Source: an optimization exercise on an open RTL-to-GDS flow (aim: small area, a short achievable clock period and few clock cycles per item). Production flows keep margins and buffers that such runs may drop.
In this exercise RTL edits were held to simulation tests only and were not proved equivalent to the original.
No activity file was given, so power comes from the tool's default toggle rates.

==> branch xenon: inputs <==
// comb_alu
module comb_alu (
    input  wire        clk,
    input  wire        rst,         
    input  wire        in_valid,
    output wire        in_ready,
    input  wire [3:0]  in_op,       
    input  wire [2:0]  in_fmt,      
    input  wire        in_wrap,     
    input  wire        in_last,
    input  wire [31:0] in_data,     
    input  wire [23:0] in_rank,     
    input  wire [31:0] in_index,    
    output reg         out_valid,
    input  wire        out_ready,
    output reg  [31:0] out_data,
    output reg  [23:0] out_rank,
    output reg  [31:0] out_index,
    output reg  [3:0]  out_flags    
);
    localparam OP_SUM = 4'd0, OP_MAX = 4'd1, OP_MIN = 4'd2, OP_AND = 4'd3,
               OP_OR = 4'd4, OP_XOR = 4'd5, OP_COUNT = 4'd6,
               OP_ARGMAX = 4'd7, OP_ARGMIN = 4'd8;
    localparam AW  = 304;           
    localparam NCH = 38;            
    localparam NW  = 10;            
    function [31:0] fmt_mask;
        input [2:0] f;
        case (f)
            3'd0, 3'd3, 3'd4: fmt_mask = 32'h0000_00FF;
            3'd1, 3'd5, 3'd6: fmt_mask = 32'h0000_FFFF;
            default:          fmt_mask = 32'hFFFF_FFFF;
        endcase
    endfunction
    function [31:0] fmt_sign;
        input [2:0] f;
        case (f)
            3'd0, 3'd3, 3'd4: fmt_sign = 32'h0000_0080;
            3'd1, 3'd5, 3'd6: fmt_sign = 32'h0000_8000;
            default:          fmt_sign = 32'h8000_0000;
        endcase
    endfunction
    function [4:0] fmt_mbits;
        input [2:0] f;
        case (f)
            3'd3:    fmt_mbits = 5'd3;
            3'd4:    fmt_mbits = 5'd2;
            3'd5:    fmt_mbits = 5'd10;
            3'd6:    fmt_mbits = 5'd7;
            default: fmt_mbits = 5'd23;
        endcase
    endfunction
    function [31:0] fmt_nan;
        input [2:0] f;
        case (f)
  ...
Settings: LEC_CHECK=0, CAP_MARGIN=20, CORE_MARGIN=2, CORE_UTILIZATION=40, PLACE_DENSITY=0.55, SLEW_MARGIN=20; clock period 24.0 ns.
standard.sh (not shown) runs the stock make flow with config.mk's settings and CLKGATE_MAP_FILE= SYNTH_SCRIPT=/design/flow/synth_recipe.tcl, a recipe that flattens the netlist after the stock synthesis.
==> flow/flow/run.sh <==
#!/bin/bash
# Layout flow: the standard flow (standard.sh, unchanged synthesis and
# steps), with the port buffers that global placement inserts on every input
# and output made sky130_fd_sc_hd__buf_2 instead of the default delay buffer.
set -euo pipefail
export BUFFER_PORTS_ARGS="-buffer_cell sky130_fd_sc_hd__buf_2"
bash standard.sh > standard_flow.log 2>&1
==> branch nickel: changes against branch xenon <==
--- a/flow/design.v
+++ b/flow/design.v
@@ -541,72 +541,86 @@
                 p_fl   = {2'b00, (b_mm | b_arg) && bk == 2'd1, 1'b0};
             end
         end
     end
     reg [63:0] f1_u;
     reg [3:0]  f1_h;
     reg        f1_lnz, f1_s;
     reg [2:0]  f1_fmt;
+    reg [4:0]  f1_fh;               
+    reg [4:0]  f1_mb;
+    reg        f1_h0;
     always @(posedge clk) begin
         f1_u    <= u_val;
+        f1_fh   <= {a_fmt == 3'd7, a_fmt == 3'd6, a_fmt == 3'd5, a_fmt == 3'd4, a_fmt == 3'd3};
+        f1_mb   <= fmt_mbits(a_fmt);
+        f1_h0   <= (h_enc == 4'd0);
         f1_h    <= h_enc;
         f1_lnz  <= lnz;
         f1_s    <= a_s;
         f1_fmt  <= a_fmt;
         if (cap_b) begin
             out_rank  <= best_rank;
             out_index <= best_index;
         end
     end
+    reg [31:0] lz_v [0:5];
+    reg [4:0]  lz_p [0:5][0:31];
     reg [4:0]  lzo;
+    integer    lzl, lzi;
     always @(*) begin
-        lzo = 5'd0;
-        for (k = 32; k < 64; k = k + 1)
-            if (f1_u[k]) lzo = k - 32;
+        for (lzi = 0; lzi < 32; lzi = lzi + 1) begin
+            lz_v[0][lzi] = f1_u[32 + lzi];
+            lz_p[0][lzi] = 5'd0;
+        end
+        for (lzl = 1; lzl <= 5; lzl = lzl + 1)
+            for (lzi = 0; lzi < (32 >> lzl); lzi = lzi + 1) begin
+                lz_v[lzl][lzi] = lz_v[lzl-1][2*lzi+1] | lz_v[lzl-1][2*lzi];
+                lz_p[lzl][lzi] = lz_v[lzl-1][2*lzi+1]
+                               ? (lz_p[lzl-1][2*lzi+1] | (5'd1 << (lzl - 1)))
+                               : lz_p[lzl-1][2*lzi];
+            end
+        lzo = lz_p[5][0];
     end
-    wire [4:0]  f1_mb = fmt_mbits(f1_fmt);
     reg  [55:0] sa;
     reg         sa_or, sa_and;
     wire        o7  = |f1_u[7:0],   a7  = &f1_u[7:0];
     wire        o20 = o7  | (|f1_u[20:8]),  a20 = a7  & (&f1_u[20:8]);
     wire        o23 = o20 | (|f1_u[23:21]), a23 = a20 & (&f1_u[23:21]);
     wire        o27 = o23 | (|f1_u[27:24]), a27 = a23 & (&f1_u[27:24]);
     wire        o28 = o27 | f1_u[28],       a28 = a27 & f1_u[28];
     always @(*) begin
-        case (f1_fmt)
-            3'd3: begin sa = {20'd0, f1_u[63:28]}; sa_or = o27; sa_and = a27; end
-            3'd4: begin sa = {21'd0, f1_u[63:29]}; sa_or = o28; sa_and = a28; end
-            3'd5: begin sa = {13'd0, f1_u[63:21]}; sa_or = o20; sa_and = a20; end
-            3'd6: begin sa = {16'd0, f1_u[63:24]}; sa_or = o23; sa_and = a23; end
-            default: begin sa = f1_u[63:8];        sa_or = o7;  sa_and = a7;  end
-        endcase
+        sa     = ({56{f1_fh[0]}} & {20'd0, f1_u[63:28]}) | ({56{f1_fh[1]}} & {21'd0, f1_u[63:29]}) |
+                 ({56{f1_fh[2]}} & {13'd0, f1_u[63:21]}) | ({56{f1_fh[3]}} & {16'd0, f1_u[63:24]}) |
+                 ({56{f1_fh[4]}} & f1_u[63:8]);
+        sa_or  = (f1_fh[0] & o27) | (f1_fh[1] & o28) | (f1_fh[2] & o20) | (f1_fh[3] & o23) |
+                 (f1_fh[4] & o7);
+        sa_and = (f1_fh[0] & a27) | (f1_fh[1] & a28) | (f1_fh[2] & a20) | (f1_fh[3] & a23) |
+                 (f1_fh[4] & a7);
     end
-    wire [4:0]  tsh = ((f1_h == 4'd0) && lzo < f1_mb) ? f1_mb : lzo;
+    wire        clamp = f1_h0 && lzo < f1_mb;
+    wire [4:0]  tsh   = lzo;
+    wire [30:0] dmask = ~(31'h7FFF_FFFF << tsh);
+    wire        st_or = clamp ? (|f1_u[30:0]) : (sa_or  | (|(sa[30:0] & dmask)));
+    wire        all1  = clamp ? (&f1_u[30:0]) : (sa_and & (&(sa[30:0] | ~dmask)));
     reg  [55:0] sv;
     reg  [24:0] ysh;
-    reg         st_or, all1;
     integer     sl, sj;
     always @(*) begin
         sv    = sa;
-        st_or = sa_or;
-        all1  = sa_and;
         for (sl = 4; sl >= 0; sl = sl - 1) begin
             if (tsh[sl]) begin
-                for (sj = 0; sj < (1 << sl); sj = sj + 1) begin
-                    st_or = st_or | sv[sj];
-                    all1  = all1 & sv[sj];
-                end
                 for (sj = 0; sj < 56; sj = sj + 1)
                     sv[sj] = (sj + (1 << sl) < 56) ? sv[sj + (1 << sl)] : 1'b0;
             end
             for (sj = 25 + (1 << sl) - 1; sj < 56; sj = sj + 1)
                 sv[sj] = 1'b0;
         end
-        ysh = sv[24:0];
+        ysh = clamp ? f1_u[55:31] : sv[24:0];
     end
     wire [10:0] pexp   = {2'd0, f1_h, 5'd0} + {6'd0, lzo} - {6'd0, f1_mb};
     wire [8:0]  eprime = pexp[10] ? 9'd0 : pexp[8:0];
     wire        f1_inc = f1_s & ~f1_lnz & all1;
     reg [24:0] f2_y;
     reg        f2_inc, f2_st, f2_s;
     reg [8:0]  f2_e;
     reg [2:0]  f2_fmt;
==> flow/config.mk (replaced) <==
export PLATFORM = sky130hd
export DESIGN_NAME = comb_alu
export DESIGN_NICKNAME = comb_alu
export VERILOG_FILES = /design/flow/design.v
export SDC_FILE = /design/flow/constraint.sdc
export NUM_CORES = 4
export LEC_CHECK = 0
export CAP_MARGIN = 20
export CELL_PAD_IN_SITES_DETAIL_PLACEMENT = 1
export CELL_PAD_IN_SITES_GLOBAL_PLACEMENT = 1
export CORE_MARGIN = 2
export CORE_UTILIZATION = 50
export PLACE_DENSITY = 0.62
export SLEW_MARGIN = 20
==> branch violet: changes against branch xenon <==
--- a/flow/design.v
+++ b/flow/design.v
@@ -115,17 +115,16 @@
             for (n = 0; n < 8; n = n + 1) begin
                 rip8[n] = a[n] ^ b[n] ^ cr;
                 cr = (a[n] & b[n]) | (cr & (a[n] ^ b[n]));
             end
             rip8[8] = cr;
         end
     endfunction
     reg        in_ready_r;
-    reg        bub1;                
     reg        nxt_first;           
     reg [1:0]  n_out;               
     reg [1:0]  n_unc;               
     reg        guar;                
     reg        rdy_a, rdy_b;        
     reg        f1_v, f2_v;
     assign in_ready = in_ready_r;
     wire take      = in_valid & in_ready_r;
@@ -133,92 +132,66 @@
     wire xfer      = out_valid & out_ready;
     wire can_cap   = ~f1_v & ~f2_v & (~out_valid | out_ready);
     wire cap_a     = rdy_a & can_cap;
     wire cap_b     = rdy_b & can_cap & ~rdy_a;
     wire cap       = cap_a | cap_b;
     wire [1:0] n_out_nx = n_out + {1'b0, take_last} - {1'b0, xfer};
     wire [1:0] n_unc_nx = n_unc + {1'b0, take_last} - {1'b0, cap};
     wire       guar_nx  = take_last ? (n_out_nx == 2'd1) : guar;
-    function rdy_f;
-        input       tl, orr;
-        reg   [1:0] no, nu;
-        reg         cp, gu;
-        begin
-            cp = rdy_a | rdy_b ? (~f1_v & ~f2_v & (~out_valid | orr)) : 1'b0;
-            no = n_out + {1'b0, tl} - {1'b0, out_valid & orr};
-            nu = n_unc + {1'b0, tl} - {1'b0, cp};
-            gu = tl ? (no == 2'd1) : guar;
-            rdy_f = ~bub1 & (nu == 2'd0 || (nu == 2'd1 && gu));
-        end
-    endfunction
-    wire rdy00 = rdy_f(1'b0, 1'b0), rdy01 = rdy_f(1'b0, 1'b1);
-    wire rdy10 = rdy_f(1'b1, 1'b0), rdy11 = rdy_f(1'b1, 1'b1);
-    wire rdy_nx = take_last ? (~(in_op == OP_SUM || in_op == OP_COUNT) & (out_ready ? rdy11 : rdy10))
-                            : (out_ready ? rdy01 : rdy00);
     reg        i_v, i_last, i_first, i_wrap;
     reg [3:0]  i_op;
     reg [2:0]  i_fmt;
     reg [31:0] i_data;
     reg [23:0] i_rank;
     reg [31:0] i_index;
     reg [7:0]  i_f;                 
-    reg        i_fl0, i_fl7, i_fl8, i_fl15, i_fl16, i_fl31;
-    wire       in_fneg = (in_fmt >= 3'd3) && ((in_data & fmt_sign(in_fmt)) != 32'd0);
     reg        i_sum, i_mm, i_max, i_and, i_or, i_xor, i_cnt, i_arg, i_amin;
     always @(posedge clk) begin
         for (k = 0; k < 8; k = k + 1)
             i_f[k] <= (in_fmt == k);
         i_sum   <= (in_op == OP_SUM) || (in_op == OP_COUNT);
         i_mm    <= (in_op == OP_MAX) || (in_op == OP_MIN);
         i_max   <= (in_op == OP_MAX);
         i_and   <= (in_op == OP_AND);
         i_or    <= (in_op == OP_OR);
         i_xor   <= (in_op == OP_XOR);
         i_cnt   <= (in_op == OP_COUNT);
         i_arg   <= (in_op == OP_ARGMAX) || (in_op == OP_ARGMIN);
         i_amin  <= (in_op == OP_ARGMIN);
-        i_data  <= in_data & fmt_mask(in_fmt);
-        i_fl0   <= in_fneg;
-        i_fl7   <= in_fneg | (in_fmt == 3'd0 || in_fmt == 3'd3 || in_fmt == 3'd4);
-        i_fl8   <= in_fneg & ~(in_fmt == 3'd0 || in_fmt == 3'd3 || in_fmt == 3'd4);
-        i_fl15  <= (in_fneg & (in_fmt == 3'd2 || in_fmt == 3'd7)) |
-                   (in_fmt == 3'd1 || in_fmt == 3'd5 || in_fmt == 3'd6);
-        i_fl16  <= in_fneg & (in_fmt == 3'd2 || in_fmt == 3'd7);
-        i_fl31  <= (in_fmt == 3'd2 || in_fmt == 3'd7);
+        i_data  <= in_data;
         i_rank  <= in_rank;
         i_index <= in_index;
         i_op    <= in_op;
         i_fmt   <= in_fmt;
         i_wrap  <= in_wrap;
         i_last  <= in_last;
         i_first <= nxt_first;
         if (rst) begin
             i_v        <= 1'b0;
             nxt_first  <= 1'b1;
             in_ready_r <= 1'b1;
-            bub1       <= 1'b0;
             n_out      <= 2'd0;
             n_unc      <= 2'd0;
             guar       <= 1'b0;
         end else begin
             i_v <= take;
             if (take) nxt_first <= in_last;
             n_out <= n_out_nx;
             n_unc <= n_unc_nx;
             guar  <= guar_nx;
-            bub1       <= take_last && (in_op == OP_SUM || in_op == OP_COUNT);
-            in_ready_r <= rdy_nx;
+            in_ready_r <= ~(take_last && (in_op == OP_SUM || in_op == OP_COUNT)) &&
+                          (n_unc_nx == 2'd0 || (n_unc_nx == 2'd1 && guar_nx));
         end
     end
     wire        i_w8   = i_f[0] | i_f[3] | i_f[4];
     wire        i_w16  = i_f[1] | i_f[5] | i_f[6];
     wire        i_w32  = i_f[2] | i_f[7];
     wire        i_isfp = ~(i_f[0] | i_f[1] | i_f[2]);
-    wire [31:0] i_raw  = i_data;
+    wire [31:0] i_raw  = {i_data[31:16] & {16{i_w32}}, i_data[15:8] & {8{~i_w8}}, i_data[7:0]};
     wire        i_neg  = (i_w8 & i_data[7]) | (i_w16 & i_data[15]) | (i_w32 & i_data[31]);
     wire [31:0] i_sgn  = {i_w32, 15'd0, i_w16, 7'd0, i_w8, 7'd0};
     wire        i_einf = (i_f[4] & (&i_data[6:2])) | (i_f[5] & (&i_data[14:10])) |
                          (i_f[6] & (&i_data[14:7])) | (i_f[7] & (&i_data[30:23]));
     wire        i_mnz  = (i_f[4] & (|i_data[1:0])) | (i_f[5] & (|i_data[9:0])) |
                          (i_f[6] & (|i_data[6:0])) | (i_f[7] & (|i_data[22:0]));
     wire        i_isnan = (i_f[3] & (&i_data[6:0])) | (i_einf & i_mnz);
     wire        i_isinf = i_einf & ~i_mnz;
@@ -261,53 +234,51 @@
         end else begin
             d_win  = {{32{d_int[31]}}, d_int};
             d_fill = d_int[31];
             d_cin  = 1'b0;
             d_p    = 8'd0;
         end
     end
     wire [2:0] d_q = d_p[7:5];
-    reg        w_add, w_clr, w_last, w_res, w_res2, w_fill, w_cin, w_wrap;
+    reg        w_add, w_clr, w_last, w_res, w_fill, w_cin, w_wrap;
     reg [2:0]  w_fmt;
     reg [31:0] w_e, w_o;            
     reg [NW-1:0] w_win;
     reg        w_nan, w_pinf, w_ninf, w_plus;
     integer    k;
     always @(posedge clk) begin
         w_e    <= d_q[0] ? d_win[63:32] : d_win[31:0];
         w_o    <= d_q[0] ? d_win[31:0]  : d_win[63:32];
         w_fmt  <= i_fmt;
         w_wrap <= i_wrap;
         w_nan  <= i_isnan;
         w_pinf <= i_isinf && !i_neg;
         w_ninf <= i_isinf && i_neg;
         w_plus <= (i_raw != i_sgn);
-        w_clr  <= i_v && i_sum && i_first;
+        w_clr  <= i_first;
         w_last <= i_last;
         w_fill <= i_v && i_sum && d_fill;
         w_cin  <= i_v && i_sum && d_cin;
         for (k = 0; k < NW; k = k + 1)
             w_win[k] <= i_v && i_sum && (k == d_q || k == d_q + 1);
         if (rst) begin
             w_add <= 1'b0;
             w_res <= 1'b0;
-            w_res2 <= 1'b0;
         end else begin
             w_add <= i_v && i_sum;
             w_res <= w_add && w_last;
-            w_res2 <= w_res;
         end
     end
     reg [AW-1:0]  acc;
     reg [NCH-1:0] cy;               
     reg           f_nan, f_pinf, f_ninf, f_plus;
     reg [2:0]     a_fmt;
     reg           a_wrap;
-    wire clr = w_clr;
+    wire clr = w_add & w_clr;
     reg [AW-1:0] x;
     always @(*) begin
         for (k = 0; k < AW; k = k + 1)
             x[k] = w_win[k/32] ? (((k/32) % 2 == 0) ? w_e[k%32] : w_o[k%32])
                                : w_fill;
     end
     reg [NCH-1:0] ch_g, ch_p, la_g, la_p, la_g2, la_p2;
     reg [NCH:0]   ch_c;
@@ -342,21 +313,24 @@
     reg [7:0]     ca, cb;
     reg           cc;
     always @(*) begin
         for (j = 0; j < NCH; j = j + 1) begin
             ca = acc[8*j +: 8] & {8{~clr}};
             cb = x[8*j +: 8];
             if (j == 0)
                 cc = w_cin;
-            else
+            else if (w_res) begin
+                cb[0] = cy[(j == 0) ? 0 : j-1];
+                cc    = ch_c[j];
+            end else
                 cc = cy[(j == 0) ? 0 : j-1] & ~clr;
             csum = rip8(ca, cb, cc);
             acc_nx[8*j +: 8] = csum[7:0];
-            cy_nx[j] = w_res ? ch_c[j+1] : (csum[8] & ~w_res2);
+            cy_nx[j] = csum[8] & ~w_res;
         end
     end
     always @(posedge clk) begin
         acc <= acc_nx;
         cy  <= cy_nx;
         if (w_add) begin
             f_nan  <= (clr ? 1'b0 : f_nan)  | w_nan;
             f_pinf <= (clr ? 1'b0 : f_pinf) | w_pinf;
@@ -384,17 +358,19 @@
             for (l = 1; l < 32; l = l * 2)
                 for (n = 0; n < 32; n = n + 2 * l) begin
                     g[n] = g[n + l] | (e[n + l] & g[n]);
                     e[n] = e[n + l] & e[n];
                 end
             ucmp = {g[0], e[0]};
         end
     endfunction
-    wire [31:0] in_key = i_data ^ {i_fl31, {15{i_fl16}}, i_fl15, {7{i_fl8}}, i_fl7, {7{i_fl0}}};
+    wire [31:0] in_key = i_isfp ? (i_neg ? (~i_raw & {{16{i_w32}}, {8{~i_w8}}, 8'hFF})
+                                         : (i_raw | i_sgn))
+                                : (i_raw ^ i_sgn);
     wire [1:0]  kc       = ucmp(in_key, best);
     wire        key_gt   = kc[1];
     wire        key_eq   = kc[0];
     wire        key_lt   = ~kc[1] & ~kc[0];
     wire [1:0]  rc       = ucmp({8'd0, best_rank}, {8'd0, i_rank});
     wire        rank_lt  = rc[1];
     wire        arg_better = i_amin ? key_lt : key_gt;
     wire        arg_wins =
@@ -438,17 +414,17 @@
     always @(posedge clk) begin
         if (rst) begin
             rdy_a <= 1'b0;
             rdy_b <= 1'b0;
             f1_v  <= 1'b0;
             f2_v  <= 1'b0;
             out_valid <= 1'b0;
         end else begin
-            rdy_a <= (rdy_a & ~cap_a) | w_res2;
+            rdy_a <= (rdy_a & ~cap_a) | w_res;
             rdy_b <= (rdy_b & ~cap_b) | (i_v & i_last & ~i_sum);
             f1_v  <= cap & p_norm;
             f2_v  <= f1_v;
             out_valid <= f2_v | (cap & ~p_norm) | (out_valid & ~out_ready);
         end
     end
     wire          a_s = acc[AW-1];
     reg [32*NW-1:0] wd;
@@ -552,63 +528,49 @@
         f1_lnz  <= lnz;
         f1_s    <= a_s;
         f1_fmt  <= a_fmt;
         if (cap_b) begin
             out_rank  <= best_rank;
             out_index <= best_index;
         end
     end
-    reg [4:0]  lzo;
+    reg [5:0]  lq;                  
     always @(*) begin
-        lzo = 5'd0;
+        lq = 6'd31;
         for (k = 32; k < 64; k = k + 1)
-            if (f1_u[k]) lzo = k - 32;
-    end
-    wire [4:0]  f1_mb = fmt_mbits(f1_fmt);
-    reg  [55:0] sa;
-    reg         sa_or, sa_and;
-    wire        o7  = |f1_u[7:0],   a7  = &f1_u[7:0];
-    wire        o20 = o7  | (|f1_u[20:8]),  a20 = a7  & (&f1_u[20:8]);
-    wire        o23 = o20 | (|f1_u[23:21]), a23 = a20 & (&f1_u[23:21]);
-    wire        o27 = o23 | (|f1_u[27:24]), a27 = a23 & (&f1_u[27:24]);
-    wire        o28 = o27 | f1_u[28],       a28 = a27 & f1_u[28];
-    always @(*) begin
-        case (f1_fmt)
-            3'd3: begin sa = {20'd0, f1_u[63:28]}; sa_or = o27; sa_and = a27; end
-            3'd4: begin sa = {21'd0, f1_u[63:29]}; sa_or = o28; sa_and = a28; end
-            3'd5: begin sa = {13'd0, f1_u[63:21]}; sa_or = o20; sa_and = a20; end
-            3'd6: begin sa = {16'd0, f1_u[63:24]}; sa_or = o23; sa_and = a23; end
-            default: begin sa = f1_u[63:8];        sa_or = o7;  sa_and = a7;  end
-        endcase
+            if (f1_u[k]) lq = k;
     end
-    wire [4:0]  tsh = ((f1_h == 4'd0) && lzo < f1_mb) ? f1_mb : lzo;
+    wire [4:0]  f1_mb  = fmt_mbits(f1_fmt);
+    wire [6:0]  t0     = {1'b0, lq} - {2'd0, f1_mb} - 7'd1;
+    wire [5:0]  rsh    = ((f1_h == 4'd0) && t0 < 7'd31) ? 6'd31 : t0[5:0];
+    wire [5:0]  tsh    = rsh - 6'd8;
     reg  [55:0] sv;
     reg  [24:0] ysh;
     reg         st_or, all1;
     integer     sl, sj;
     always @(*) begin
-        sv    = sa;
-        st_or = sa_or;
-        all1  = sa_and;
-        for (sl = 4; sl >= 0; sl = sl - 1) begin
+        sv    = f1_u[63:8];
+        st_or = |f1_u[7:0];
+        all1  = &f1_u[7:0];
+        for (sl = 5; sl >= 0; sl = sl - 1) begin
             if (tsh[sl]) begin
                 for (sj = 0; sj < (1 << sl); sj = sj + 1) begin
                     st_or = st_or | sv[sj];
                     all1  = all1 & sv[sj];
                 end
                 for (sj = 0; sj < 56; sj = sj + 1)
                     sv[sj] = (sj + (1 << sl) < 56) ? sv[sj + (1 << sl)] : 1'b0;
             end
             for (sj = 25 + (1 << sl) - 1; sj < 56; sj = sj + 1)
                 sv[sj] = 1'b0;
         end
         ysh = sv[24:0];
     end
-    wire [10:0] pexp   = {2'd0, f1_h, 5'd0} + {6'd0, lzo} - {6'd0, f1_mb};
+    wire [10:0] pexp   = {2'd0, f1_h, 5'd0} + {5'd0, lq} - 11'd32 - {6'd0, f1_mb};
     wire [8:0]  eprime = pexp[10] ? 9'd0 : pexp[8:0];
     wire        f1_inc = f1_s & ~f1_lnz & all1;
     reg [24:0] f2_y;
     reg        f2_inc, f2_st, f2_s;
     reg [8:0]  f2_e;
     reg [2:0]  f2_fmt;
     always @(posedge clk) begin
         f2_y    <= ysh;
@@ -617,32 +579,29 @@
         f2_st   <= f1_s ? ~f1_inc : (st_or | f1_lnz);
         f2_s    <= f1_s;
         f2_fmt  <= f1_fmt;
     end
     wire [25:0] r_z   = {1'b0, f2_y} + {24'd0, f2_inc, ~f2_inc};
     wire        r_tie = (f2_y[0] ^ f2_inc) & ~f2_st;
     wire [24:0] r_m   = {r_z[25:2], r_z[1] & ~r_tie};
     reg  [1:0]  r_hb;
-    wire [9:0]  r_e0 = {1'b0, f2_e};
-    wire [9:0]  r_e1 = {1'b0, f2_e} + 10'd1;
-    wire [9:0]  r_e2 = {1'b0, f2_e} + 10'd2;
     reg  [9:0]  r_ef;
     reg         r_ovf;
     reg  [31:0] r_data;
     reg  [3:0]  r_fl;
     always @(*) begin
         case (f2_fmt)
-            3'd3:    r_hb = {1'b0, f2_y[4]}  + {1'b0, f2_inc ? &f2_y[3:1]  : &f2_y[3:0]};
-            3'd4:    r_hb = {1'b0, f2_y[3]}  + {1'b0, f2_inc ? &f2_y[2:1]  : &f2_y[2:0]};
-            3'd5:    r_hb = {1'b0, f2_y[11]} + {1'b0, f2_inc ? &f2_y[10:1] : &f2_y[10:0]};
-            3'd6:    r_hb = {1'b0, f2_y[8]}  + {1'b0, f2_inc ? &f2_y[7:1]  : &f2_y[7:0]};
-            default: r_hb = {1'b0, f2_y[24]} + {1'b0, f2_inc ? &f2_y[23:1] : &f2_y[23:0]};
+            3'd3:    r_hb = r_m[4:3];
+            3'd4:    r_hb = r_m[3:2];
+            3'd5:    r_hb = r_m[11:10];
+            3'd6:    r_hb = r_m[8:7];
+            default: r_hb = r_m[24:23];
         endcase
-        r_ef = (r_hb == 2'd0) ? r_e0 : (r_hb == 2'd1) ? r_e1 : r_e2;
+        r_ef = {1'b0, f2_e} + {8'd0, r_hb};
         case (f2_fmt)
             3'd3:    r_ovf = (r_ef > 10'd15) || (r_ef == 10'd15 && r_m[2:0] == 3'd7);
             3'd4,
             3'd5:    r_ovf = (r_ef >= 10'd31);
             default: r_ovf = (r_ef >= 10'd255);
         endcase
         begin
             if (r_ovf) begin
==> flow/run.sh (new file) <==
#!/bin/bash
# synth_recipe.tcl (not shown) runs the flow's synth.tcl, then flattens the netlist and writes it again
# the make line also repeats each setting of config.mk as NAME=value (left out here)
make -C /OpenROAD-flow-scripts/flow DESIGN_CONFIG=/design/flow/config.mk WORK_HOME=/design/flow/orfs CLKGATE_MAP_FILE= SYNTH_SCRIPT=/design/flow/synth_recipe.tcl finish
removed: flow/flow/run.sh
removed: flow/standard.sh
==> summary of the runs <==
The lowest synthesized area belongs to branch violet, the highest to branch xenon. Of branch nickel and branch violet, branch nickel has the higher global-route usage (gap 10 points). Branch nickel completed with no timing, DRC or antenna violations. Branch violet completed without violations. Branch xenon completed with no timing, DRC or antenna violations. Design area, lowest first: branch nickel, branch violet, branch xenon. Flip-flop and latch count: branch violet < branch xenon < branch nickel. Non-clock buffer count, lowest first: branch violet, branch nickel, branch xenon. Clock-buffer cell count: branch violet is lower than branch nickel (5). Clock power: branch nickel is larger than branch violet (about 8%).
Testbench counts of branch xenon, summed over its fixed seeds: cycles 43,593, items 42,001.
Testbench counts of branch nickel, summed over its fixed seeds: cycles 43,593, items 42,001.
Testbench counts of branch violet, summed over its fixed seeds: cycles 42,904, items 42,001.

==> port drivers added, routing unchanged <==
No port has a modelled driver above. Below, the same layouts with a new extraction and two added sets of constraints.
Step 1, drivers: a clkbuf_16 drives clk and a buf_2 each remaining input, both assumed.
Step 2 adds t to the input delays and takes it off the output delays; t is the mean of the earliest and latest rising clock arrival at the registers after step 1. Input paths then give back, and output paths get back, about the clock's delay inside the block.
a / b / c = ideal ports / drivers / drivers and shift; a / b = the first two.
| run | shift t [ns] | setup WS [ns] | worst setup path at the end | slew at the worst register clock pin (ns) | worst data-port slew with drivers (ns) |
|---|---|---|---|---|---|
| branch xenon | 0.808 | 17.788 / 17.710 / 17.509 | input to register | 0.08 / 0.08 | 0.08 |
| branch nickel | 0.782 | 17.747 / 17.747 / 17.447 | input to register | 0.07 / 0.07 | 0.10 |
| branch violet | 0.807 | 16.201 / 16.201 / 16.201 | register to register | 0.07 / 0.07 | 0.08 |
After both steps setup and hold are still met in every run listed. The setup slack of branch nickel, which loses most, moves by 0.000 ns with the drivers and by -0.300 ns with both steps.
